Context: an optimization exercise on an open-source flow, tuned for small area, a short achievable clock period and few clock cycles per item. The choices shown serve that exercise and are no tape-out recipe.
RTL that was checked went through simulation tests only; none was proved equivalent to the original.
For run 4, only the layout was checked, not whether the RTL still works.
Power and IR drop assume default switching activity.

==> design.v <==
module wz_fxu (
    input  wire        clk,
    input  wire        rst,
    input  wire        in_valid,
    output wire        in_ready,
    input  wire [4:0]  in_op,
    input  wire        in_q,       
    input  wire [1:0]  in_t,       
    input  wire [3:0]  in_x,       
    input  wire [63:0] in_a,
    input  wire [63:0] in_b,
    output reg         out_valid,
    output reg  [63:0] out_data,
    output reg         out_ill
);
    localparam OP_TCLR = 5'h00, OP_TMAC = 5'h01, OP_TMSU = 5'h02, OP_TRD  = 5'h03,
               OP_TSHL = 5'h04, OP_TSHR = 5'h05, OP_TMOV = 5'h06, OP_TLD  = 5'h07,
               OP_QMUL = 5'h08, OP_QADD = 5'h09, OP_QSUB = 5'h0A, OP_QNEG = 5'h0B,
               OP_QABS = 5'h0C, OP_QRND = 5'h0D,
               OP_CRD  = 5'h10, OP_CWR  = 5'h11, OP_TSVL = 5'h12, OP_TSVH = 5'h13,
               OP_TRST = 5'h14;
    reg [79:0] till0, till1, till2, till3;
    reg [1:0]  rm;
    reg        sat;
    reg        sov;
    reg  rdy;
    assign in_ready = rdy;
    wire fire = in_valid & rdy;
    wire        i_raw = in_q | (in_op == OP_TRST) | (in_op == OP_CWR);
    wire [31:0] i_a   = i_raw ? in_a[31:0] : {in_a[15:0], 16'd0};
    wire [31:0] i_b   = i_raw ? in_b[31:0] : {in_b[15:0], 16'd0};
    wire        i_msu = (in_op == OP_TMSU);
    wire [32:0] i_bx  = {i_b, 1'b0};
    reg  [15:0] i_neg, i_one, i_two;
    integer j;
    always @* begin
        for (j = 0; j < 16; j = j + 1) begin
            i_one[j] = i_bx[2*j+1] ^ i_bx[2*j];
            i_two[j] = (i_bx[2*j+2] & ~i_bx[2*j+1] & ~i_bx[2*j]) |
                       (~i_bx[2*j+2] & i_bx[2*j+1] & i_bx[2*j]);
            i_neg[j] = i_bx[2*j+2] ^ i_msu;
        end
    end
    reg        v1;
    reg [4:0]  op1;
    reg        q1;
    reg [1:0]  t1;
    reg [3:0]  x1;
    reg [31:0] a1;       
    reg [31:0] ah1;      
    reg [15:0] neg1, one1, two1;
    reg        msu1;
    always @(posedge clk) begin
        if (rst) begin
            v1  <= 1'b0;
            rdy <= 1'b1;
        end else begin
            v1  <= fire;
            rdy <= ~(fire & ((in_op == OP_TSHL) | (in_op == OP_TSHR)));
        end
        if (fire) begin
            op1  <= in_op;
            q1   <= in_q;
            t1   <= in_t;
            x1   <= in_x;
            a1   <= i_a;
            ah1  <= in_a[63:32];
            neg1 <= i_neg;
            one1 <= i_one;
            two1 <= i_two;
            msu1 <= i_msu;
        end
    end
    reg [31:0] b1;
    always @* begin
        for (j = 0; j < 16; j = j + 1) begin
            b1[2*j+1] = neg1[j] ^ msu1;
            if (j == 0) b1[0] = one1[0];
            else        b1[2*j] = one1[j] ^ neg1[j-1] ^ msu1;
        end
    end
    localparam [71:0] KROW = 72'hff_5555_5556_0000_0000;
    reg [71:0] pp [0:16];
    reg [33:0] psel;
    reg [71:0] nrow;
    always @* begin
        nrow = KROW;
        for (j = 0; j < 16; j = j + 1) begin
            psel = ({34{one1[j]}} & {{2{a1[31]}}, a1}) |
                   ({34{two1[j]}} & {a1[31], a1, 1'b0});
            psel = psel ^ {34{neg1[j]}};
            pp[j] = {38'd0, ~psel[33], psel[32:0]} << (2*j);
            nrow[2*j] = neg1[j];
        end
        pp[16] = nrow;
    end
    wire [71:0] l1 [0:11];
    wire [71:0] l2 [0:7];
    wire [71:0] l3 [0:5];
    wire [71:0] l4 [0:3];
    wire [71:0] l5 [0:2];
    wire [71:0] ms, mc;
    genvar g;
    generate
        for (g = 0; g < 5; g = g + 1) begin : g_l1
            assign l1[2*g]   = pp[3*g] ^ pp[3*g+1] ^ pp[3*g+2];
            assign l1[2*g+1] = {((pp[3*g] & pp[3*g+1]) | (pp[3*g] & pp[3*g+2]) |
                                 (pp[3*g+1] & pp[3*g+2])), 1'b0};
        end
        assign l1[10] = pp[15];
        assign l1[11] = pp[16];
        for (g = 0; g < 4; g = g + 1) begin : g_l2
            assign l2[2*g]   = l1[3*g] ^ l1[3*g+1] ^ l1[3*g+2];
            assign l2[2*g+1] = {((l1[3*g] & l1[3*g+1]) | (l1[3*g] & l1[3*g+2]) |
                                 (l1[3*g+1] & l1[3*g+2])), 1'b0};
        end
        for (g = 0; g < 2; g = g + 1) begin : g_l3
            assign l3[2*g]   = l2[3*g] ^ l2[3*g+1] ^ l2[3*g+2];
            assign l3[2*g+1] = {((l2[3*g] & l2[3*g+1]) | (l2[3*g] & l2[3*g+2]) |
                                 (l2[3*g+1] & l2[3*g+2])), 1'b0};
        end
        assign l3[4] = l2[6];
        assign l3[5] = l2[7];
        for (g = 0; g < 2; g = g + 1) begin : g_l4
            assign l4[2*g]   = l3[3*g] ^ l3[3*g+1] ^ l3[3*g+2];
            assign l4[2*g+1] = {((l3[3*g] & l3[3*g+1]) | (l3[3*g] & l3[3*g+2]) |
                                 (l3[3*g+1] & l3[3*g+2])), 1'b0};
        end
        assign l5[0] = l4[0] ^ l4[1] ^ l4[2];
        assign l5[1] = {((l4[0] & l4[1]) | (l4[0] & l4[2]) | (l4[1] & l4[2])), 1'b0};
        assign l5[2] = l4[3];
        assign ms = l5[0] ^ l5[1] ^ l5[2];
        assign mc = {((l5[0] & l5[1]) | (l5[0] & l5[2]) | (l5[1] & l5[2])), 1'b0};
    endgenerate
    wire d_tclr = v1 & (op1 == OP_TCLR);
    wire d_tmac = v1 & (op1 == OP_TMAC);
    wire d_tmsu = v1 & (op1 == OP_TMSU);
    wire d_trd  = v1 & (op1 == OP_TRD);
    wire d_tshl = v1 & (op1 == OP_TSHL);
    wire d_tshr = v1 & (op1 == OP_TSHR);
    wire d_tmov = v1 & (op1 == OP_TMOV);
    wire d_tld  = v1 & (op1 == OP_TLD);
    wire d_qmul = v1 & (op1 == OP_QMUL);
    wire d_qadd = v1 & (op1 == OP_QADD);
    wire d_qsub = v1 & (op1 == OP_QSUB);
    wire d_qneg = v1 & (op1 == OP_QNEG);
    wire d_qabs = v1 & (op1 == OP_QABS);
    wire d_qrnd = v1 & (op1 == OP_QRND);
    wire d_crd  = v1 & (op1 == OP_CRD);
    wire d_cwr  = v1 & (op1 == OP_CWR);
    wire d_tsvl = v1 & (op1 == OP_TSVL);
    wire d_tsvh = v1 & (op1 == OP_TSVH);
    wire d_trst = v1 & (op1 == OP_TRST);
    wire d_legal = d_tclr | d_tmac | d_tmsu | d_trd | d_tshl | d_tshr | d_tmov | d_tld |
                   d_qmul | d_qadd | d_qsub | d_qneg | d_qabs | d_qrnd |
                   d_crd | d_cwr | d_tsvl | d_tsvh | d_trst;
    wire d_mul  = d_tmac | d_tmsu | d_qmul;
    wire [5:0]  rn  = q1 ? b1[5:0] : b1[21:16];
    wire [4:0]  rk  = q1 ? ((rn > 6'd31) ? 5'd31 : rn[4:0])
                         : (((rn > 6'd15) ? 5'd15 : rn[4:0]) + 5'd16);
    wire [31:0] rlm = ~(32'hFFFF_FFFF << rk);           
    wire [31:0] rhm = rlm & ~(rlm >> 1);                
    wire [31:0] rbm = rlm >> 1;                         
    wire        r_half  = |(a1 & rhm);
    wire        r_below = |(a1 & rbm);
    wire        r_odd   = |(a1 & (rlm + 32'd1));        
    reg         r_inc;
    always @* begin
        case (rm)
            2'd0:    r_inc = 1'b0;
            2'd1:    r_inc = r_half;
            2'd2:    r_inc = r_half & (r_below | r_odd);
            default: r_inc = a1[31] & (r_half | r_below);
        endcase
    end
    wire [32:0] r_val = {a1[31], a1 & ~rlm} + ({33{r_inc}} & {1'b0, rlm + 32'd1});
    reg [5:0] tza, tzb;
    always @* begin
        tza = 6'd32;
        tzb = 6'd32;
        for (j = 31; j >= 0; j = j - 1) begin
            if (a1[j]) tza = j;
            if (b1[j]) tzb = j;
        end
    end
    wire [6:0] tzs = tza + tzb;
    wire       m_tie = (tza != 6'd32) & (tzb != 6'd32) & (tzs == (q1 ? 7'd30 : 7'd46));
    wire       m_neg = a1[31] ^ b1[31];
    wire [80:0] al_a = {{9{a1[31]}}, a1, 40'd0};
    wire [80:0] al_b = {{9{b1[31]}}, b1, 40'd0};
    wire [80:0] al_r = {{8{r_val[32]}}, r_val, 40'd0};
    wire [80:0] rc_trd = (rm == 2'd0) ? 81'd0 :
                         (rm == 2'd3) ? (q1 ? {41'd0, {40{1'b1}}} : {25'd0, {56{1'b1}}}) :
                                        (q1 ? (81'd1 << 39) : (81'd1 << 55));
    reg [80:0] w_s, w_c;
    reg        w_cin;
    always @* begin
        w_s = 81'd0;
        w_c = 81'd0;
        w_cin = 1'b0;
        if (d_tld)  w_s = al_a;
        if (d_trst) w_s = {b1[15], b1[15:0], ah1, a1};
        if (d_qadd) begin w_s = al_a; w_c = al_b; end
        if (d_qsub) begin w_s = al_a; w_c = ~al_b; w_cin = 1'b1; end
        if (d_qneg) begin w_c = ~al_a; w_cin = 1'b1; end
        if (d_qabs) begin w_c = a1[31] ? ~al_a : al_a; w_cin = a1[31]; end
        if (d_qrnd) w_s = al_r;
        if (d_trd)  w_s = rc_trd;
    end
    wire [80:0] s_next = d_mul ? {ms, 9'd0} : w_s;
    wire [80:0] c_next = d_mul ? {mc, 9'd0} : w_c;
    wire [1:0] rsel_t = d_tmov ? x1[1:0] : t1;
    wire       rd_any = d_tmac | d_tmsu | d_trd | d_tshl | d_tshr | d_tmov | d_tsvl | d_tsvh;
    wire       wr_any = d_tclr | d_tmac | d_tmsu | d_tshl | d_tshr | d_tmov | d_tld | d_trst;
    reg        v2;
    reg [3:0]  sel2, we2;
    reg [80:0] s2, c2;
    reg        cin2;
    reg        mac2, ph1_2, ph2_2, shl2;
    reg [3:0]  x2;
    reg        q2, qop2, trd2, trd3_2, fix2, tie2, rch2, rco2;
    reg        tsvl2, tsvh2, crd2, cwr2, cwsov2, ill2, ovf2, sgn2;
    wire        e_inc, e_ovf, e_sgn;
    always @(posedge clk) begin
        if (rst) begin
            v2    <= 1'b0;
            ph2_2 <= 1'b0;
            rm    <= 2'd0;
            sat   <= 1'b1;
        end else begin
            if (v2 & ph1_2) begin
                v2    <= 1'b1;
                ph2_2 <= 1'b1;
                ph1_2 <= 1'b0;
                we2   <= we2;
                sel2  <= sel2;
                cin2  <= e_inc;
                ovf2  <= e_ovf;
                sgn2  <= e_sgn;
            end else begin
                v2    <= v1;
                ph2_2 <= 1'b0;
                ph1_2 <= d_tshl | d_tshr;
                we2   <= {4{wr_any}} & (4'd1 << t1);
                sel2  <= {4{rd_any}} & (4'd1 << rsel_t);
                cin2  <= w_cin;
                ovf2  <= 1'b0;
                sgn2  <= 1'b0;
            end
            if (d_cwr) begin
                rm  <= a1[1:0];
                sat <= a1[2];
            end
        end
        s2     <= s_next;
        c2     <= c_next;
        mac2   <= d_tmac | d_tmsu;
        shl2   <= d_tshl;
        x2     <= x1;
        q2     <= q1;
        qop2   <= d_trd | d_qmul | d_qadd | d_qsub | d_qneg | d_qabs | d_qrnd;
        trd2   <= d_trd;
        trd3_2 <= d_trd & (rm == 2'd3);
        fix2   <= (d_trd | d_qmul) & (rm == 2'd2);
        tie2   <= m_tie;
        rch2   <= d_qmul & ((rm == 2'd1) | (rm == 2'd2));
        rco2   <= d_qmul & (rm == 2'd3) & m_neg;
        tsvl2  <= d_tsvl;
        tsvh2  <= d_tsvh;
        crd2   <= d_crd;
        cwr2   <= d_cwr;
        cwsov2 <= a1[3];
        ill2   <= v1 & ~d_legal;
    end
    wire [80:0] rc_mul = q2 ? ({81{rco2}} & {41'd0, {40{1'b1}}}) | ({81{rch2}} & (81'd1 << 39))
                            : ({81{rco2}} & {25'd0, {56{1'b1}}}) | ({81{rch2}} & (81'd1 << 55));
    wire [79:0] ta = ({80{sel2[0]}} & till0) | ({80{sel2[1]}} & till1) |
                     ({80{sel2[2]}} & till2) | ({80{sel2[3]}} & till3);
    wire [80:0] ea = {ta[79], ta} | rc_mul;
    wire [80:0] es = s2 & ~{81{trd3_2 & ~ta[79]}};
    wire [80:0] x_s = ea ^ es ^ c2;
    wire [80:0] x_c = {((ea[79:0] & es[79:0]) | (ea[79:0] & c2[79:0]) | (es[79:0] & c2[79:0])), cin2};
    wire [80:0] sum = x_s + x_c;
    wire        t_ovf = (mac2 & (sum[80] ^ sum[79])) | (ph2_2 & ovf2);
    wire        t_sgn = mac2 ? sum[80] : sgn2;
    wire        t_clamp = t_ovf & sat;
    wire [79:0] t_fit = t_clamp ? {t_sgn, {79{~t_sgn}}} : sum[79:0];
    wire [95:0] sh_x = shl2 ? {ta, 16'd0} : {{17{ta[79]}}, ta[79:1]};
    wire [3:0]  sh_m = shl2 ? ~x2 : x2;
    wire [95:0] sh_y = sh_x >> sh_m;
    wire [79:0] sh_v = sh_y[79:0];
    wire [15:0] oh_x  = 16'd1 << x2;             
    wire [15:0] lt_x  = oh_x - 16'd1;            
    wire [16:0] oh_x1 = {oh_x, 1'b0};            
    wire        sh_half  = |(ta[15:0] & oh_x);
    wire        sh_below = |(ta[15:0] & lt_x);
    wire        sh_odd   = |(ta[16:0] & oh_x1);
    reg         sh_inc;
    always @* begin
        case (rm)
            2'd0:    sh_inc = 1'b0;
            2'd1:    sh_inc = sh_half;
            2'd2:    sh_inc = sh_half & (sh_below | sh_odd);
            default: sh_inc = ta[79] & (sh_half | sh_below);
        endcase
    end
    wire [15:0] sh_neq;
    generate
        for (g = 0; g < 16; g = g + 1) begin : g_neq
            assign sh_neq[g] = ta[78-g] ^ ta[79];
        end
    endgenerate
    wire sh_ovf = |(sh_neq & (oh_x | lt_x));
    assign e_inc = ~shl2 & sh_inc;
    assign e_ovf = shl2 & sh_ovf;
    assign e_sgn = ta[79];
    wire [79:0] t_new = ph1_2 ? sh_v : t_fit;
    wire        tie_a = q2 ? (ta[39] & ~|ta[38:0]) : (ta[55] & ~|ta[54:0]);
    wire        q_fix = fix2 & (trd2 ? tie_a : tie2);
    wire [31:0] q_w   = q2 ? {sum[71:41], sum[40] & ~q_fix}
                           : {sum[71:57], sum[56] & ~q_fix, 16'd0};
    wire        q_in  = (sum[80:71] == 10'd0) | (sum[80:71] == 10'h3FF);
    wire        q_clamp = ~q_in & sat;
    wire [31:0] q_c   = q_clamp ? {sum[80], {31{~sum[80]}}} : q_w;
    wire [63:0] q_out = q2 ? {{32{q_c[31]}}, q_c} : {{48{q_c[31]}}, q_c[31:16]};
    wire [63:0] res = qop2  ? q_out :
                      tsvl2 ? ta[63:0] :
                      tsvh2 ? {48'd0, ta[79:64]} :
                      crd2  ? {60'd0, sov, sat, rm} : 64'd0;
    always @(posedge clk) begin
        if (rst) begin
            till0     <= 80'd0;
            till1     <= 80'd0;
            till2     <= 80'd0;
            till3     <= 80'd0;
            sov       <= 1'b0;
            out_valid <= 1'b0;
            out_data  <= 64'd0;
            out_ill   <= 1'b0;
        end else begin
            out_valid <= v2 & ~ph1_2;
            if (v2) begin
                if (we2[0]) till0 <= t_new;
                if (we2[1]) till1 <= t_new;
                if (we2[2]) till2 <= t_new;
                if (we2[3]) till3 <= t_new;
                if (cwr2)
                    sov <= cwsov2;
                else if ((qop2 & q_clamp) | (t_clamp & ~ph1_2))
                    sov <= 1'b1;
            end
            out_data <= res;
            out_ill  <= ill2;
        end
    end
endmodule
==> run.sh <==
#!/bin/bash
# synth_recipe.tcl (not shown) runs the flow's synth.tcl, then flattens the netlist and writes it again
# the make line also repeats each setting of config.mk as NAME=value (left out here)
make -C /OpenROAD-flow-scripts/flow DESIGN_CONFIG=/design/flow/config.mk WORK_HOME=/design/flow/orfs CLKGATE_MAP_FILE= SYNTH_SCRIPT=/design/flow/synth_recipe.tcl finish
==> config.mk <==
export PLATFORM = sky130hd
export DESIGN_NAME = wz_fxu
export DESIGN_NICKNAME = wz_fxu
export VERILOG_FILES = /design/flow/design.v
export SDC_FILE = /design/flow/constraint.sdc
export NUM_CORES = 4
export LEC_CHECK = 0
export ABC_CLOCK_PERIOD_IN_PS = 4000
export CAP_MARGIN = 70
export CORE_MARGIN = 2
export CORE_UTILIZATION = 40
export PLACE_DENSITY = 0.6
export SETUP_SLACK_MARGIN = 5
export SLEW_MARGIN = 70
==> constraint.sdc <==
create_clock -name core_clock -period 17.0 [get_ports {clk}]
set_input_delay 3.4000 -clock core_clock [delete_from_list [all_inputs] [get_ports {clk}]]
set_output_delay 3.4000 -clock core_clock [all_outputs]
set_load 0.01 [all_outputs]
==> out/summary.log, run 1 <==
[cts] H-tree depth reported by CTS 3
[cells_and_area] count of nets after finishing 9478
[worst_setup_path] Critical Path Sink Type register
[global_route] initial antenna violation count 13
[worst_setup_path] type of origin of the critical path register
[cells_and_area] fraction of layout cells with a size suffix above 1 9.29%
[timing] Pins Over Slew Limit 0
[global_route] met3 Usage GRT 7.93%
[place] HPWL after detailed placement 222000 µm
[power] relative contribution of sequential cells to total power 12.8%
[timing] Max Clock Freq 112 MHz
[timing] remaining max-slew budget at the tightest pin 64.8%
[die] initial core utilization 40.3%
[cts] Sink Count 692
[logic_synthesis] share of the yosys chip area belonging to registers 22.0%
[logic_synthesis] number of enable-type register cells in the synthesized netlist 137
[timing] minimum clock period after layout 8940 ps
[die] I/O pin cnt 210
[timing] final period utilization 52.6%
[place] # port buffers 177
[power] switching share of power 52.3%
[cells_and_area] multi-input combinational cell area 49800 µm²
[cells_and_area] sequential standard cell area 15200 µm²
[global_route] global-route wire length before repair 444000 µm
[timing] transition time at the pin with the least slew margin 525 ps
[detailed_routing] number of remaining DRC errors 0
[logic_synthesis] Synth area leader sky130_fd_sc_hd__dfxtp_1
[timing] setup repair after global routing missed its margin no
[power] switching power summed over all nets 7370 µW
[global_route] layer carrying the most global-route usage met2
[worst_setup_path] worst path required time 17650 ps
[worst_setup_path] critical path arrival 9590 ps
[global_route] global-route total usage across every layer 33.9%
[worst_setup_path] cell with the largest stage delay on the worst path sky130_fd_sc_hd__or4_1
[logic_synthesis] Avg Cell Area, Syn 7.98 µm²
[cts] buffer levels on the longest clock path 3
[detailed_routing] aggregate routed wire length 306000 µm
[cts] clock latency on the worst-skew pair 760 ps
[die] die footprint 176000 µm²
[place] setup slack at placement 8200 ps
[logic_synthesis] gate count of the mapped netlist 8668
[die] die width 420 µm
[logic_synthesis] cell area after synthesis 69200 µm²
[logic_synthesis] net count after synthesis 9626
[worst_setup_path] start-to-end type of the worst setup path reg2reg
[power] reported leakage power 0.0318 µW
[power] power density relative to cell area 177 nW/µm²
[power] worst vdd rail ir drop 0.574 mV
[logic_synthesis] flip-flop cell with the highest count after synthesis sky130_fd_sc_hd__dfxtp_1
[cells_and_area] commonest non-fill, non-tap cell in the layout sky130_fd_sc_hd__nand2_1
[flow_run] max-cap violations 0
[timing] number of endpoints failing setup at the final stage 0
[timing] final sum of negative setup slack 0 ps
[global_route] maximum number of pins on one net before global-route repair 60
[worst_setup_path] biggest fanout along the worst timing path 31
[power] total internal power 6730 µW
[logic_synthesis] leading cell types by total area after synthesis sky130_fd_sc_hd__dfxtp_1 (16%), sky130_fd_sc_hd__fa_1 (15%), sky130_fd_sc_hd__nand2_1 (7.3%)
[cts] number of cells upsized or downsized after cts 0
[cts] Reg clk slew, reported paths 60 ps
[cells_and_area] filler cell count in the final layout 16800
[cts] cts bufs inserted 80
[detailed_routing] routed via count divided by cell count 6.15
[run_status] run status complete, no violations
[logic_synthesis] flip-flop and latch count after synthesis 692
[cts] hold buffer count at cts 0
[logic_synthesis] distinct cell type count after synthesis 96
[detailed_routing] detailed router's first-iteration violation count 7898
[cells_and_area] P&R area growth vs syn 15.3%
[logic_synthesis] share of async-settable or async-resettable flops after synthesis 0%
[timing] post-layout worst setup margin 8060 ps
[die] number of core rows 152
[cells_and_area] commonest non-fill, non-tap cells in the layout sky130_fd_sc_hd__nand2_1 (1296), sky130_fd_sc_hd__inv_1 (773), sky130_fd_sc_hd__a21oi_1 (770), sky130_fd_sc_hd__a22oi_1 (634), sky130_fd_sc_hd__dfxtp_1 (549)
[detailed_routing] total via count after detailed routing 67000
[place] final RePlAce weighted congestion 1.01
[timing] largest clock skew in the final design 75.7 ps
[power] relative contribution of the clock network to total power 12.3%
[die] Chip Height 420 µm
[global_route] met2 global-route usage 52.5%
[cts] clock tree from TritonCTS done
[global_route] total overflow reported by the global router 0
[worst_hold_path] class of the tightest hold or removal check reg2reg
[logic_synthesis] Synth top area share 16.1%
[timing] number of hold-slack violations in the final timing report 0
[cts] root cell of the clock tree sky130_fd_sc_hd__clkbuf_16
[worst_setup_path] delay contributed by the slowest stage of the critical path 560 ps
[die] core area 172000 µm²
[detailed_routing] Final ANT Viol Nets 0
[global_route] GR Layer Usage met1 42.0%
[global_route] number of global-route vias before repair 65500
[logic_synthesis] count of synthesis-stage warnings from yosys 2
[detailed_routing] final routed wire length divided by cell count 28.1 µm
[detailed_routing] number of detailed-routing iterations run before antenna repair 7
[cts] number of buffers added for setup after CTS 0
[power] logic gate share of total power 74.9%
## cells in the mapped netlist (15+ instances only)
library cell,count
sky130_fd_sc_hd__nand3_1,61
sky130_fd_sc_hd__a31oi_1,66
sky130_fd_sc_hd__xnor2_1,469
sky130_fd_sc_hd__a211oi_1,46
sky130_fd_sc_hd__a21o_1,48
sky130_fd_sc_hd__o31ai_1,22
sky130_fd_sc_hd__nor3b_1,23
sky130_fd_sc_hd__clkbuf_1,526
sky130_fd_sc_hd__xor2_1,257
sky130_fd_sc_hd__buf_2,16
sky130_fd_sc_hd__a221o_1,40
sky130_fd_sc_hd__inv_1,779
sky130_fd_sc_hd__nor3_1,82
sky130_fd_sc_hd__o21a_1,37
sky130_fd_sc_hd__a21oi_1,788
sky130_fd_sc_hd__a22oi_1,634
sky130_fd_sc_hd__o211ai_1,41
sky130_fd_sc_hd__o21ai_1,35
sky130_fd_sc_hd__or2_2,15
sky130_fd_sc_hd__mux4_2,44
sky130_fd_sc_hd__o22ai_1,35
sky130_fd_sc_hd__and3_1,41
sky130_fd_sc_hd__a32o_1,15
sky130_fd_sc_hd__and2_1,88
sky130_fd_sc_hd__edfxtp_1,137
sky130_fd_sc_hd__nand2b_1,29
sky130_fd_sc_hd__or3_1,15
sky130_fd_sc_hd__ha_1,296
sky130_fd_sc_hd__fa_1,519
sky130_fd_sc_hd__nand4_1,47
sky130_fd_sc_hd__nand2_1,1338
sky130_fd_sc_hd__a221oi_1,58
sky130_fd_sc_hd__mux2i_1,92
sky130_fd_sc_hd__o21bai_1,32
sky130_fd_sc_hd__a21boi_0,15
sky130_fd_sc_hd__a22o_1,23
sky130_fd_sc_hd__buf_1,204
sky130_fd_sc_hd__nor4_1,43
sky130_fd_sc_hd__a222oi_1,16
sky130_fd_sc_hd__o221ai_1,16
sky130_fd_sc_hd__nor2_1,492
sky130_fd_sc_hd__dfxtp_1,555
sky130_fd_sc_hd__o21ai_0,307
sky130_fd_sc_hd__nor2b_1,42
## worst max-delay path, delay by kind of cell, from the launching register on
kind | cells | cell delay (ps)
XOR/XNOR | 3 | 700
buffers and inverters | 5 | 1050
AND/OR/NAND/NOR | 10 | 2120
adder cells (fa/ha/maj) | 2 | 600
AO/OA/AOI/OAI | 14 | 3980
flip-flops | 1 | 360
## path summary, 6_finish.rpt
path	slack [ps]	cells after the start	endpoint	from
hold / removal	350	0	x2[3]	x1[3]
setup / recovery	8060	34	s2[71]	msu1
hold reg to reg	350	0	x2[3]	x1[3]
setup reg to reg	8060	34	s2[71]	msu1
## cell families (layout without fill, tap and decap cells)
kind of cell / count (synthesis) / after routing / share of synthesized area [%]
compound gates: 2386 / 2386 / 22.4
xor+xnor: 727 / 727 / 9.21
fa+ha+maj: 815 / 815 / 20.4
buf+inv: 1536 / 1445 / 8.41
flops: 692 / 692 / 22.0
mux: 142 / 142 / 2.86
other cells: 0 / 3 / 0
simple gates: 2370 / 2370 / 14.7
## metal layers
metal | share of wire [%] | vias to the layer above
met2 | 44 | 4044
met3 | 9.9 | 1054
met1 | 38 | 32600
met5 | 0.012 | -
met4 | 7.7 | 8
li1 | - | 29300
## power groups by stage
| stage | combinational (µW) | sequential, µW | clock (µW) |
|---|---|---|---|
| global placement | 9800 | 1840 | 0 |
| finish | 10600 | 1800 | 1740 |
| floorplan | 5380 | 1820 | 0 |
| CTS | 10100 | 1800 | 1770 |
| detailed placement | 10000 | 1840 | 0 |
| global route | 11400 | 1810 | 1830 |
## state kept, by name, indices dropped and copies added, names as in the netlist, 5 cells and up
signal / flops
s2: 80
till0: 80
till1: 80
till2: 80
till3: 80
out_data: 64
c2: 61
a1: 32
ah1: 32
neg1: 16
one1: 16
two1: 16
op1: 5
## area by class of cell
type | instances | share of cell area [%]
clock buffer | 100 | 2.71
antenna | 3 | 0.00941
sequential | 692 | 19.1
inverter | 783 | 3.69
multi-input combinational | 6440 | 62.4
timing repair buffer | 523 | 7.89
tap | 2310 | 3.62
clock inverter | 39 | 0.557
## stage by stage
stage | instance area [µm²] | std cells | hold slack [ps] | total power [µW] | utilization [%]
global route | 79700 | 10900 | 373 | 15100 | 46.4
global placement | 72600 | 10600 | 332 | 11600 | 42.3
detailed placement | 76500 | 10700 | 336 | 11900 | 44.5
CTS | 79100 | 10900 | 352 | 13600 | 46.1
finish | 79700 | 10900 | 346 | 14100 | 46.4
floorplan | 69200 | 8668 | 323 | 7200 | -
Testbench counts, summed over its fixed seeds: cycles 12,131, items 12,000.
==> run 2, diff against run 1 <==
--- a/config.mk
+++ b/config.mk
@@ -6,9 +6,9 @@
 export NUM_CORES = 4
 export LEC_CHECK = 0
 export ABC_CLOCK_PERIOD_IN_PS = 4000
-export CAP_MARGIN = 70
+export CAP_MARGIN = 30
 export CORE_MARGIN = 2
 export CORE_UTILIZATION = 40
 export PLACE_DENSITY = 0.6
 export SETUP_SLACK_MARGIN = 5
-export SLEW_MARGIN = 70
+export SLEW_MARGIN = 30
==> run 2 against run 1 <==
Still clean on timing, DRC and antenna. Worst setup slack got worse by 1500 ps. Total power decreased by 0.40%. Sequential cell count unchanged. Via count decreased by 0.84%. Sequential power about the same. Routed wire length decreased by 0.15%. Synthesized cell count unchanged. Critical path depth decreased by 3. Design area decreased by 5.3%. Largest cell class unchanged.
==> out/summary.log, run 2 <==
[logic_synthesis] flip-flop and latch count after synthesis 692
[cells_and_area] P&R area growth vs syn 9.16%
[logic_synthesis] most numerous cell in the Yosys netlist sky130_fd_sc_hd__nand2_1
[timing] setup repair after global routing missed its margin no
[logic_synthesis] distinct cell type count after synthesis 96
[cts] Sink Count 692
[cts] clock tree from TritonCTS done
[worst_hold_path] class of the tightest hold or removal check reg2reg
[cts] number of buffers added for setup after CTS 0
[cells_and_area] final standard cell count with taps included and fillers excluded 10700
[die] initial core utilization 40.3%
[power] total power after layout 14100 µW
[logic_synthesis] top cell types by occurrence after synthesis sky130_fd_sc_hd__nand2_1 (1338), sky130_fd_sc_hd__a21oi_1 (788), sky130_fd_sc_hd__inv_1 (779)
[cts] H-tree depth reported by CTS 3
[cts] number of cells upsized or downsized after cts 0
[power] worst vdd rail ir drop 0.499 mV
[worst_setup_path] critical path arrival 11090 ps
[timing] remaining max-slew budget at the tightest pin 27.7%
[global_route] number of global-route vias before repair 64100
[timing] number of endpoints failing setup at the final stage 0
[cts] clock latency on the worst-skew pair 790 ps
[place] HPWL after detailed placement 210000 µm
[die] I/O pin cnt 210
[worst_hold_path] worst hold start x1[3]
[place] # port buffers 177
[timing] transition time at the pin with the least slew margin 1090 ps
[die] core area 172000 µm²
[worst_setup_path] Critical Path Sink Type register
[logic_synthesis] leading cell types by total area after synthesis sky130_fd_sc_hd__dfxtp_1 (16%), sky130_fd_sc_hd__fa_1 (15%), sky130_fd_sc_hd__nand2_1 (7.3%)
[logic_synthesis] count of synthesis-stage warnings from yosys 2
[flow_run] max-cap violations 0
[logic_synthesis] flip-flop cell with the highest count after synthesis sky130_fd_sc_hd__dfxtp_1
[logic_synthesis] cell area after synthesis 69200 µm²
[worst_setup_path] delay contributed by the slowest stage of the critical path 700 ps
[logic_synthesis] Avg Cell Area, Syn 7.98 µm²
[timing] number of hold-slack violations in the final timing report 0
[timing] minimum clock period after layout 10440 ps
[cts] buffer levels on the longest clock path 3
[logic_synthesis] Synth area leader sky130_fd_sc_hd__dfxtp_1
[place] Post-Place Cells 10600
[detailed_routing] number of remaining DRC errors 0
[logic_synthesis] net count after synthesis 9626
[cells_and_area] count of nets after finishing 9321
[timing] Pins Over Slew Limit 0
[die] Chip Height 420 µm
[global_route] maximum number of pins on one net before global-route repair 105
[worst_setup_path] delay-heaviest family, CP compound AO/OA/AOI/OAI gates
[cells_and_area] commonest non-fill, non-tap cell in the layout sky130_fd_sc_hd__nand2_1
[detailed_routing] final routed wire length divided by cell count 28.4 µm
[detailed_routing] aggregate routed wire length 305000 µm
[cts] hold buffer count at cts 0
[logic_synthesis] share of the yosys chip area belonging to registers 22.0%
[global_route] global-route total usage across every layer 33.7%
[worst_setup_path] Crit path buffers/inverters 2
[logic_synthesis] share of async-settable or async-resettable flops after synthesis 0%
[cts] Reg clk slew, reported paths 60 ps
[timing] final period utilization 61.4%
[global_route] initial antenna violation count 15
[timing] Max Clock Freq 95.8 MHz
[power] reported leakage power 0.0303 µW
[worst_setup_path] worst path required time 17660 ps
[place] final RePlAce weighted congestion 1.01
[power] power density relative to cell area 186 nW/µm²
[die] number of core rows 152
[worst_setup_path] cell with the largest stage delay on the worst path sky130_fd_sc_hd__a22o_1
[timing] largest clock skew in the final design 89.5 ps
[global_route] total overflow reported by the global router 0
[detailed_routing] total via count after detailed routing 66400
[run_status] run status complete, no violations
[worst_setup_path] biggest fanout along the worst timing path 54
[detailed_routing] routed via count divided by cell count 6.18
[cells_and_area] post-route core utilization 44.0%
[detailed_routing] number of detailed-routing iterations run before antenna repair 9
[cells_and_area] fraction of layout cells with a size suffix above 1 5.18%
[worst_setup_path] FF-to-FF Start msu1
[cells_and_area] commonest non-fill, non-tap cells in the layout sky130_fd_sc_hd__nand2_1 (1332), sky130_fd_sc_hd__a21oi_1 (788), sky130_fd_sc_hd__inv_1 (779), sky130_fd_sc_hd__a22oi_1 (634), sky130_fd_sc_hd__dfxtp_1 (552)
[worst_setup_path] type of origin of the critical path register
[cts] root cell of the clock tree sky130_fd_sc_hd__clkbuf_16
[logic_synthesis] number of enable-type register cells in the synthesized netlist 137
[die] die width 420 µm
[logic_synthesis] gate count of the mapped netlist 8668
[worst_setup_path] Critical Path Start msu1
[timing] final sum of negative setup slack 0 ps
[worst_setup_path] start-to-end type of the worst setup path reg2reg
[detailed_routing] detailed router's first-iteration violation count 8496
[die] die footprint 176000 µm²
[detailed_routing] Final ANT Viol Nets 0
[cts] cts bufs inserted 81
[logic_synthesis] Synth top area share 16.1%
[global_route] global-route wire length before repair 440000 µm
## run 2: cell counts after synthesis
No cell type changed its count.
## run 2: metal layers
metal  global-route usage (%)  wire, µm
met1                     42.5    118000
met2                     53.2    136000
met3                     7.44     30300
met4                     19.3     20700
met5                        0        89
## run 2: worst paths after layout
| kind | to | slack (ps) | cells past startpoint |
|---|---|---|---|
| worst max-delay path | s2[71] | 6560 | 31 |
| worst min-delay path | x2[3] | 340 | 0 |
| worst min register to register | x2[3] | 340 | 0 |
| worst max register to register | s2[71] | 6560 | 31 |
## run 2: logic make-up (layout without fill, tap and decap cells)
group,Yosys count,in the layout,share of synthesized area [%]
AO/OA/AOI/OAI,2386,2386,22.4
AND/OR/NAND/NOR,2370,2370,14.7
buffers and inverters,1536,1297,8.41
adder cells (fa/ha/maj),815,815,20.4
XOR/XNOR,727,727,9.21
flip-flops,692,692,22.0
multiplexers,142,142,2.86
other,0,7,0
## run 2: layout make-up
type                            instances  area, µm²
Antenna cell                            7       17.5
Clock buffer                          109       2300
Clock inverter                         40        536
Fill cell                           17200      96200
Inverter                              783       2940
Multi-Input combinational cell       6440      48400
Sequential cell                       692      15200
Tap cell                             2310       2890
Timing Repair Buffer                  365       3250
## run 2: metrics by stage
step	cell area (µm²)	setup slack, ps	hold slack (ps)
final	75500	6560	341
after global routing	75500	6020	353
after CTS	75500	6820	343
after detailed placement	72600	6870	330
after global placement	72600	6820	332
after floorplan	69200	9260	323
## run 2: power breakdown
part / internal (µW) / switching (µW) / total [µW]
combinational: 3910 / 6490 / 10400
clock: 1060 / 794 / 1850
sequential: 1760 / 47.8 / 1810
total: 6720 / 7330 / 14100
==> run 3, diff against run 2 <==
--- a/config.mk
+++ b/config.mk
@@ -5,10 +5,8 @@
 export SDC_FILE = /design/flow/constraint.sdc
 export NUM_CORES = 4
 export LEC_CHECK = 0
-export ABC_CLOCK_PERIOD_IN_PS = 4000
 export CAP_MARGIN = 30
 export CORE_MARGIN = 2
 export CORE_UTILIZATION = 40
 export PLACE_DENSITY = 0.6
-export SETUP_SLACK_MARGIN = 5
 export SLEW_MARGIN = 30
==> run 3 against run 2 <==
Via count did not move. Non-clock buffer count stayed put. Hold slack unchanged. Clock power is essentially flat.
==> out/summary.log, run 3 <==
[run_status] run status complete, no violations
[power] reported leakage power 0.0303 µW
[cts] clock latency on the worst-skew pair 790 ps
[timing] final period utilization 61.4%
[cells_and_area] commonest non-fill, non-tap cells in the layout sky130_fd_sc_hd__nand2_1 (1332), sky130_fd_sc_hd__a21oi_1 (788), sky130_fd_sc_hd__inv_1 (779), sky130_fd_sc_hd__a22oi_1 (634), sky130_fd_sc_hd__dfxtp_1 (552)
[cts] H-tree depth reported by CTS 3
[global_route] global-route total usage across every layer 33.7%
[cells_and_area] commonest non-fill, non-tap cell in the layout sky130_fd_sc_hd__nand2_1
[cells_and_area] filler cell count in the final layout 17200
[logic_synthesis] flip-flop cell with the highest count after synthesis sky130_fd_sc_hd__dfxtp_1
[die] number of core rows 152
[cts] buffer levels on the longest clock path 3
[timing] final sum of negative setup slack 0 ps
[worst_setup_path] biggest fanout along the worst timing path 54
[worst_setup_path] delay-heaviest family, CP compound AO/OA/AOI/OAI gates
[die] die width 420 µm
[logic_synthesis] gate count of the mapped netlist 8668
[cts] number of buffers added for setup after CTS 0
[timing] largest clock skew in the final design 89.5 ps
[timing] Pins Over Slew Limit 0
[timing] post-layout worst setup margin 6560 ps
[timing] transition time at the pin with the least slew margin 1090 ps
[logic_synthesis] share of the yosys chip area belonging to registers 22.0%
[cells_and_area] sequential standard cell area 15200 µm²
[cells_and_area] multi-input combinational cell area 48400 µm²
[cts] hold buffer count at cts 0
[timing] setup repair after global routing missed its margin no
[logic_synthesis] cell area after synthesis 69200 µm²
[worst_setup_path] worst path required time 17660 ps
[timing] number of hold-slack violations in the final timing report 0
[timing] number of endpoints failing setup at the final stage 0
[cts] clock tree from TritonCTS done
[detailed_routing] Final ANT Viol Nets 0
[detailed_routing] total via count after detailed routing 66400
[worst_setup_path] critical path arrival 11090 ps
[worst_setup_path] type of origin of the critical path register
[logic_synthesis] flip-flop and latch count after synthesis 692
[detailed_routing] number of remaining DRC errors 0
[worst_setup_path] Crit path buffers/inverters 2
[detailed_routing] number of detailed-routing iterations run before antenna repair 9
[cells_and_area] post-route core utilization 44.0%
[die] Chip Height 420 µm
[cts] Reg clk slew, reported paths 60 ps
[logic_synthesis] number of enable-type register cells in the synthesized netlist 137
[power] power density relative to cell area 186 nW/µm²
[timing] Max Clock Freq 95.8 MHz
[detailed_routing] detailed router's first-iteration violation count 8496
[cts] cts bufs inserted 81
[detailed_routing] final routed wire length divided by cell count 28.4 µm
[place] final RePlAce weighted congestion 1.01
[cts] Sink Count 692
[detailed_routing] routed via count divided by cell count 6.18
[logic_synthesis] leading cell types by total area after synthesis sky130_fd_sc_hd__dfxtp_1 (16%), sky130_fd_sc_hd__fa_1 (15%), sky130_fd_sc_hd__nand2_1 (7.3%)
[place] HPWL after detailed placement 210000 µm
[cts] number of cells upsized or downsized after cts 0
[worst_setup_path] cell with the largest stage delay on the worst path sky130_fd_sc_hd__a22o_1
[die] I/O pin cnt 210
[global_route] global-route wire length before repair 440000 µm
[flow_run] max-cap violations 0
[worst_hold_path] class of the tightest hold or removal check reg2reg
[place] # port buffers 177
[logic_synthesis] share of async-settable or async-resettable flops after synthesis 0%
[die] core area 172000 µm²
[logic_synthesis] net count after synthesis 9626
[global_route] total overflow reported by the global router 0
[timing] remaining max-slew budget at the tightest pin 27.7%
[die] initial core utilization 40.3%
[cells_and_area] P&R area growth vs syn 9.16%
[global_route] number of global-route vias before repair 64100
[timing] minimum clock period after layout 10440 ps
[detailed_routing] aggregate routed wire length 305000 µm
[global_route] maximum number of pins on one net before global-route repair 105
[cts] root cell of the clock tree sky130_fd_sc_hd__clkbuf_16
[logic_synthesis] Avg Cell Area, Syn 7.98 µm²
[cells_and_area] count of nets after finishing 9321
[global_route] initial antenna violation count 15
[place] setup slack at placement 6870 ps
[logic_synthesis] count of synthesis-stage warnings from yosys 2
[worst_setup_path] Critical Path Sink Type register
[logic_synthesis] most numerous cell in the Yosys netlist sky130_fd_sc_hd__nand2_1
[worst_setup_path] start-to-end type of the worst setup path reg2reg
[cells_and_area] fraction of layout cells with a size suffix above 1 5.18%
[die] die footprint 176000 µm²
[logic_synthesis] distinct cell type count after synthesis 96
[logic_synthesis] top cell types by occurrence after synthesis sky130_fd_sc_hd__nand2_1 (1338), sky130_fd_sc_hd__a21oi_1 (788), sky130_fd_sc_hd__inv_1 (779)
[logic_synthesis] Synth top area share 16.1%
[logic_synthesis] Synth area leader sky130_fd_sc_hd__dfxtp_1
[worst_setup_path] delay contributed by the slowest stage of the critical path 700 ps
[power] worst vdd rail ir drop 0.499 mV
[run 3: path summary, 6_finish.rpt]
| check | startpoint | end | slack (ps) | cells after the start |
|---|---|---|---|---|
| setup / recovery | msu1 | s2[71] | 6560 | 31 |
| hold / removal | x1[3] | x2[3] | 340 | 0 |
| setup reg to reg | msu1 | s2[71] | 6560 | 31 |
| hold reg to reg | x1[3] | x2[3] | 340 | 0 |
[run 3: cells by family (layout without fill, tap and decap cells)]
family          count (synthesis)  count (layout)  synth area share (%)
other cells                     0               7                     0
compound gates               2386            2386                  22.4
buf+inv                      1536            1297                  8.41
flops                         692             692                  22.0
mux                           142             142                  2.86
xor+xnor                      727             727                  9.21
simple gates                 2370            2370                  14.7
fa+ha+maj                     815             815                  20.4
[run 3: cell type report]
type / instances / share of cell area (%)
multi-input combinational: 6440 / 64.0
sequential: 692 / 20.2
timing repair buffer: 365 / 4.31
inverter: 783 / 3.89
tap: 2310 / 3.83
clock buffer: 109 / 3.05
clock inverter: 40 / 0.709
antenna: 7 / 0.0232
[run 3: routing by layer]
metal / GRT usage, % / share of wire (%) / vias to the layer above
met5: 0 / 0.029 / -
met4: 19.3 / 6.8 / 14
met3: 7.44 / 9.9 / 1054
met2: 53.2 / 45 / 4051
met1: 42.5 / 39 / 32400
li1: - / - / 28900
[run 3: power by group]
| group | switching (µW) | internal [µW] | total [µW] |
|---|---|---|---|
| Combinational | 6490 | 3910 | 10400 |
| Clock | 794 | 1060 | 1850 |
| Sequential | 47.8 | 1760 | 1810 |
[run 3: per-stage QoR]
stage | power (µW) | hold slack, ps | std cells | cell area (µm²)
floorplan | 7200 | 323 | 8668 | 69200
global placement | 11600 | 332 | 10600 | 72600
detailed placement | 11700 | 330 | 10600 | 72600
CTS | 13600 | 343 | 10700 | 75500
global route | 15000 | 353 | 10700 | 75500
finish | 14100 | 341 | 10700 | 75500
==> run 4, diff against run 3 <==
--- a/design.v
+++ b/design.v
@@ -20,6 +20,7 @@
                OP_CRD  = 5'h10, OP_CWR  = 5'h11, OP_TSVL = 5'h12, OP_TSVH = 5'h13,
                OP_TRST = 5'h14;
     reg [79:0] till0, till1, till2, till3;
+    reg [3:0]  tz;       
     reg [1:0]  rm;
     reg        sat;
     reg        sov;
@@ -49,7 +50,7 @@
     reg [31:0] a1;       
     reg [31:0] ah1;      
     reg [15:0] neg1, one1, two1;
-    reg        msu1;
+    reg        msu1, mul1;
     always @(posedge clk) begin
         if (rst) begin
             v1  <= 1'b0;
@@ -58,7 +59,7 @@
             v1  <= fire;
             rdy <= ~(fire & ((in_op == OP_TSHL) | (in_op == OP_TSHR)));
         end
-        if (fire) begin
+        begin
             op1  <= in_op;
             q1   <= in_q;
             t1   <= in_t;
@@ -69,14 +70,15 @@
             one1 <= i_one;
             two1 <= i_two;
             msu1 <= i_msu;
+            mul1 <= fire & ((in_op == OP_TMAC) | i_msu | (in_op == OP_QMUL));
         end
     end
     reg [31:0] b1;
     always @* begin
         for (j = 0; j < 16; j = j + 1) begin
-            b1[2*j+1] = neg1[j] ^ msu1;
+            b1[2*j+1] = neg1[j];
             if (j == 0) b1[0] = one1[0];
-            else        b1[2*j] = one1[j] ^ neg1[j-1] ^ msu1;
+            else        b1[2*j] = one1[j] ^ neg1[j-1];
         end
     end
     localparam [71:0] KROW = 72'hff_5555_5556_0000_0000;
@@ -84,13 +86,13 @@
     reg [33:0] psel;
     reg [71:0] nrow;
     always @* begin
-        nrow = KROW;
+        nrow = KROW & {72{mul1}};
         for (j = 0; j < 16; j = j + 1) begin
-            psel = ({34{one1[j]}} & {{2{a1[31]}}, a1}) |
-                   ({34{two1[j]}} & {a1[31], a1, 1'b0});
-            psel = psel ^ {34{neg1[j]}};
-            pp[j] = {38'd0, ~psel[33], psel[32:0]} << (2*j);
-            nrow[2*j] = neg1[j];
+            psel = ({34{one1[j] & mul1}} & {{2{a1[31]}}, a1}) |
+                   ({34{two1[j] & mul1}} & {a1[31], a1, 1'b0});
+            psel = psel ^ {34{neg1[j] & mul1}};
+            pp[j] = {38'd0, ~psel[33] & mul1, psel[32:0]} << (2*j);
+            nrow[2*j] = neg1[j] & mul1;
         end
         pp[16] = nrow;
     end
@@ -207,8 +209,8 @@
         if (d_qrnd) w_s = al_r;
         if (d_trd)  w_s = rc_trd;
     end
-    wire [80:0] s_next = d_mul ? {ms, 9'd0} : w_s;
-    wire [80:0] c_next = d_mul ? {mc, 9'd0} : w_c;
+    wire [80:0] s_next = {ms, 9'd0} | w_s;
+    wire [80:0] c_next = {mc, 9'd0} | w_c;
     wire [1:0] rsel_t = d_tmov ? x1[1:0] : t1;
     wire       rd_any = d_tmac | d_tmsu | d_trd | d_tshl | d_tshr | d_tmov | d_tsvl | d_tsvh;
     wire       wr_any = d_tclr | d_tmac | d_tmsu | d_tshl | d_tshr | d_tmov | d_tld | d_trst;
@@ -274,8 +276,9 @@
     end
     wire [80:0] rc_mul = q2 ? ({81{rco2}} & {41'd0, {40{1'b1}}}) | ({81{rch2}} & (81'd1 << 39))
                             : ({81{rco2}} & {25'd0, {56{1'b1}}}) | ({81{rch2}} & (81'd1 << 55));
-    wire [79:0] ta = ({80{sel2[0]}} & till0) | ({80{sel2[1]}} & till1) |
-                     ({80{sel2[2]}} & till2) | ({80{sel2[3]}} & till3);
+    wire [3:0]  rs2 = sel2 & ~tz;
+    wire [79:0] ta = ({80{rs2[0]}} & till0) | ({80{rs2[1]}} & till1) |
+                     ({80{rs2[2]}} & till2) | ({80{rs2[3]}} & till3);
     wire [80:0] ea = {ta[79], ta} | rc_mul;
     wire [80:0] es = s2 & ~{81{trd3_2 & ~ta[79]}};
     wire [80:0] x_s = ea ^ es ^ c2;
@@ -329,28 +332,26 @@
                       crd2  ? {60'd0, sov, sat, rm} : 64'd0;
     always @(posedge clk) begin
         if (rst) begin
-            till0     <= 80'd0;
-            till1     <= 80'd0;
-            till2     <= 80'd0;
-            till3     <= 80'd0;
+            tz        <= 4'hF;
             sov       <= 1'b0;
             out_valid <= 1'b0;
-            out_data  <= 64'd0;
-            out_ill   <= 1'b0;
         end else begin
             out_valid <= v2 & ~ph1_2;
             if (v2) begin
-                if (we2[0]) till0 <= t_new;
-                if (we2[1]) till1 <= t_new;
-                if (we2[2]) till2 <= t_new;
-                if (we2[3]) till3 <= t_new;
+                tz <= tz & ~we2;
                 if (cwr2)
                     sov <= cwsov2;
                 else if ((qop2 & q_clamp) | (t_clamp & ~ph1_2))
                     sov <= 1'b1;
             end
-            out_data <= res;
-            out_ill  <= ill2;
         end
     end
+    always @(posedge clk) begin
+        if (v2 & we2[0]) till0 <= t_new;
+        if (v2 & we2[1]) till1 <= t_new;
+        if (v2 & we2[2]) till2 <= t_new;
+        if (v2 & we2[3]) till3 <= t_new;
+        out_data <= res;
+        out_ill  <= ill2;
+    end
 endmodule
--- a/config.mk
+++ b/config.mk
@@ -5,8 +5,10 @@
 export SDC_FILE = /design/flow/constraint.sdc
 export NUM_CORES = 4
 export LEC_CHECK = 0
-export CAP_MARGIN = 30
+export ABC_CLOCK_PERIOD_IN_PS = 4000
+export CAP_MARGIN = 70
 export CORE_MARGIN = 2
 export CORE_UTILIZATION = 40
 export PLACE_DENSITY = 0.6
-export SLEW_MARGIN = 30
+export SETUP_SLACK_MARGIN = 5
+export SLEW_MARGIN = 70
==> run 4 against run 3 <==
Still clean on timing, DRC and antenna. Hold slack lost 16 ps. Sequential share of layout area increased by 2.5 points. Final cell count shrank 11%. Die area is 4.0% lower. Combinational power down about 80%. Sequential power rose by about 10%. Clock power shrank 4%.
==> out/summary.log, run 4 <==
[timing] largest clock skew in the final design 53.1 ps
[timing] number of hold-slack violations in the final timing report 0
[worst_setup_path] register-to-register setup slack 8290 ps
[logic_synthesis] share of the yosys chip area belonging to registers 26.0%
[logic_synthesis] gate count of the mapped netlist 7383
[die] die width 411 µm
[timing] remaining max-slew budget at the tightest pin 64.9%
[logic_synthesis] top cell types by occurrence after synthesis sky130_fd_sc_hd__inv_1 (763), sky130_fd_sc_hd__nand2_1 (762), sky130_fd_sc_hd__a22oi_1 (621)
[logic_synthesis] leading cell types by total area after synthesis sky130_fd_sc_hd__fa_1 (16%), sky130_fd_sc_hd__edfxtp_1 (15%), sky130_fd_sc_hd__dfxtp_1 (11%)
[timing] minimum clock period after layout 8710 ps
[worst_setup_path] worst path required time 17480 ps
[timing] final sum of negative setup slack 0 ps
[detailed_routing] length of routed met3 wiring 29100 µm
[detailed_routing] routed via count divided by cell count 6.19
[cts] buffer levels on the longest clock path 3
[worst_setup_path] cell with the largest stage delay on the worst path sky130_fd_sc_hd__fa_1
[cells_and_area] filler cell count in the final layout 15700
[cells_and_area] sequential standard cell area 17400 µm²
[power] reported leakage power 0.0310 µW
[timing] setup repair after global routing missed its margin no
[cts] clock tree from TritonCTS done
[logic_synthesis] Avg Cell Area, Syn 8.99 µm²
[cells_and_area] count of nets after finishing 8294
[logic_synthesis] flip-flop cell with the highest count after synthesis sky130_fd_sc_hd__dfxtp_1
[die] Chip Height 411 µm
[cells_and_area] commonest non-fill, non-tap cells in the layout sky130_fd_sc_hd__inv_1 (756), sky130_fd_sc_hd__nand2_1 (706), sky130_fd_sc_hd__a22oi_1 (621), sky130_fd_sc_hd__fa_1 (534), sky130_fd_sc_hd__xnor2_1 (531)
[logic_synthesis] share of async-settable or async-resettable flops after synthesis 0%
[cells_and_area] P&R area growth vs syn 15.8%
[timing] number of endpoints failing setup at the final stage 0
[worst_setup_path] delay-heaviest family, CP simple AND/OR/NAND/NOR gates
[worst_setup_path] start-to-end type of the worst setup path reg2reg
[cts] root cell of the clock tree sky130_fd_sc_hd__clkbuf_16
[die] initial core utilization 40.3%
[cts] clock latency on the worst-skew pair 730 ps
[worst_setup_path] number of cells traversed by the worst register-to-register path 28
[die] die footprint 169000 µm²
[cells_and_area] multi-input combinational cell area 45300 µm²
[die] number of core rows 149
[cts] number of buffers added for setup after CTS 0
[place] # port buffers 177
[global_route] maximum number of pins on one net before global-route repair 69
[detailed_routing] length of routed wiring on met1 110000 µm
[logic_synthesis] number of enable-type register cells in the synthesized netlist 332
[cts] Reg clk slew, reported paths 60 ps
[global_route] initial antenna violation count 11
[worst_setup_path] type of origin of the critical path register
[timing] post-layout worst setup margin 8290 ps
[logic_synthesis] count of synthesis-stage warnings from yosys 2
[worst_setup_path] Critical Path Start sel2[3]
[cts] hold buffer count at cts 0
[detailed_routing] number of detailed-routing iterations run before antenna repair 6
[cts] number of cells upsized or downsized after cts 0
[run_status] run status complete, no violations
[cells_and_area] fraction of layout cells with a size suffix above 1 12.1%
[cells_and_area] post-route core utilization 46.6%
[worst_setup_path] Critical Path Sink Type register
[timing] final period utilization 51.2%
[worst_setup_path] Crit path buffers/inverters 8
[die] core area 165000 µm²
[cts] H-tree depth reported by CTS 3
[global_route] total overflow reported by the global router 0
[worst_setup_path] end of the worst register-to-register path till2[34]
[detailed_routing] Met2 Routed Length 121000 µm
[die] I/O pin cnt 210
[global_route] number of global-route vias before repair 58000
[logic_synthesis] Synth area leader sky130_fd_sc_hd__fa_1
[worst_setup_path] biggest fanout along the worst timing path 48
[logic_synthesis] distinct cell type count after synthesis 111
[global_route] global-route wire length before repair 401000 µm
[cells_and_area] commonest non-fill, non-tap cell in the layout sky130_fd_sc_hd__inv_1
[place] setup slack at placement 8310 ps
[logic_synthesis] most numerous cell in the Yosys netlist sky130_fd_sc_hd__inv_1
[power] total power after layout 5870 µW
[worst_setup_path] worst setup path endpoint till2[34]
[detailed_routing] number of remaining DRC errors 0
[detailed_routing] Final ANT Viol Nets 0
[logic_synthesis] net count after synthesis 8345
[place] final RePlAce weighted congestion 0.986
[worst_setup_path] delay contributed by the slowest stage of the critical path 550 ps
[logic_synthesis] flip-flop and latch count after synthesis 697
[timing] Max Clock Freq 115 MHz
[detailed_routing] detailed router's first-iteration violation count 7833
[power] worst vdd rail ir drop 0.0860 mV
[flow_run] max-cap violations 0
[detailed_routing] highest routed layer met5
[worst_setup_path] FF-to-FF Start sel2[3]
[detailed_routing] total via count after detailed routing 59400
[power] power density relative to cell area 76.4 nW/µm²
[worst_hold_path] class of the tightest hold or removal check reg2reg
[cts] Sink Count 697
[logic_synthesis] cell area after synthesis 66400 µm²
[timing] Hold Worst Slack 325 ps
[worst_setup_path] critical path arrival 9190 ps
[detailed_routing] final routed wire length divided by cell count 28.9 µm
[worst_setup_path] WP depth 28
[detailed_routing] aggregate routed wire length 277000 µm
[logic_synthesis] Synth top area share 16.1%
[place] HPWL after detailed placement 203000 µm
[timing] transition time at the pin with the least slew margin 527 ps
[timing] Pins Over Slew Limit 0
[cts] cts bufs inserted 80
[global_route] global-route total usage across every layer 32.1%
[run 4: cell count changes after synthesis, moves of 91 or more]
cell	delta
sky130_fd_sc_hd__nor2_1	-93
sky130_fd_sc_hd__nand2_1	-576
sky130_fd_sc_hd__xor2_1	-91
sky130_fd_sc_hd__a21oi_1	-470
sky130_fd_sc_hd__edfxtp_1	+195
sky130_fd_sc_hd__xnor2_1	+94
sky130_fd_sc_hd__dfxtp_1	-190
sky130_fd_sc_hd__buf_1	-122
[run 4: cells by family (layout without fill, tap and decap cells)]
| logic type | after synthesis | in the layout | share of synthesized area [%] |
|---|---|---|---|
| buffers and inverters | 1392 | 1403 | 8.19 |
| other | 0 | 6 | 0 |
| xor gates and xnor gates | 731 | 731 | 9.67 |
| adders and majority gates | 819 | 819 | 21.5 |
| muxes | 184 | 184 | 3.40 |
| and+or+nand+nor | 1732 | 1732 | 11.9 |
| AOI/OAI and AO/OA | 1828 | 1828 | 19.4 |
| DFF | 697 | 697 | 26.0 |
[run 4: per-layer routing]
| metal | vias to the layer above | global-route usage (%) |
|---|---|---|
| li1 | 25400 | - |
| met1 | 29200 | 42.0 |
| met2 | 3851 | 49.4 |
| met3 | 951 | 7.50 |
| met4 | 14 | 16.4 |
| met5 | - | 0 |
[run 4: report_power, final]
group	internal (µW)	switching, µW	leakage [µW]
registers	1920	84.7	0.00607
logic	708	1380	0.0236
clock network	1010	772	0.00132
[run 4: cell type report]
cell class	count	area share, %
inverters	772	3.81
repair buffers	487	7.49
clock inverters	43	0.643
flip-flops and latches	697	22.6
diodes	6	0.0195
multi-input cells	5294	58.9
clock buffers	101	2.91
well taps	2189	3.56
[run 4: per-stage QoR]
stage	area, µm²	std cells
3_3_place_gp	69800	9283
4_1_cts	76200	9549
5_1_grt	76800	9583
2_1_floorplan	66400	7383
6_report	76800	9589
3_5_place_dp	73400	9405
[run 4: how the worst min path moves through the flow]
stage	from	endpoint	depth (start not counted)	slack (ps)
3_5_place_dp	ill2	out_ill	0	310
4_1_cts	ill2	out_ill	0	330
5_1_grt	ill2	out_ill	0	340
6_report	ill2	out_ill	0	330
2_1_floorplan	ill2	out_ill	0	310
3_3_place_gp	ill2	out_ill	0	310

[separate check: timing with driven ports]
Ports are ideal in the flow. The routed layouts listed here were re-timed in OpenROAD. Step 1 sets driving cells, clkbuf_16 on the clock port and buf_2 on the other inputs (assumed; they add their load-dependent delay and slew). Step 2, shift: input delay + t, output delay - t, t = (earliest + latest rising clock arrival at the registers) / 2. This alone moves slack from input paths to output paths. Slacks: ideal / step 1 / step 2; pairs: ideal / step 1.
run | t (ns) | slack for setup (ns) | hold WS [ns] | worst setup path after step 2 | latest minus earliest clock arrival (ns)
run 1 | 0.816 | 8.061 / 8.061 / 8.061 | 0.346 / 0.346 / 0.346 | register to register | 0.077 / 0.076
run 2 | 0.827 | 6.562 / 6.562 / 6.562 | 0.341 / 0.341 / 0.341 | register to register | 0.090 / 0.089
run 3 | 0.827 | 6.562 / 6.562 / 6.562 | 0.341 / 0.341 / 0.341 | register to register | 0.090 / 0.089
run 4 | 0.786 | 8.293 / 8.293 / 8.293 | 0.325 / 0.325 / 0.325 | register to register | 0.053 / 0.054
After both steps every run listed still meets setup and hold.
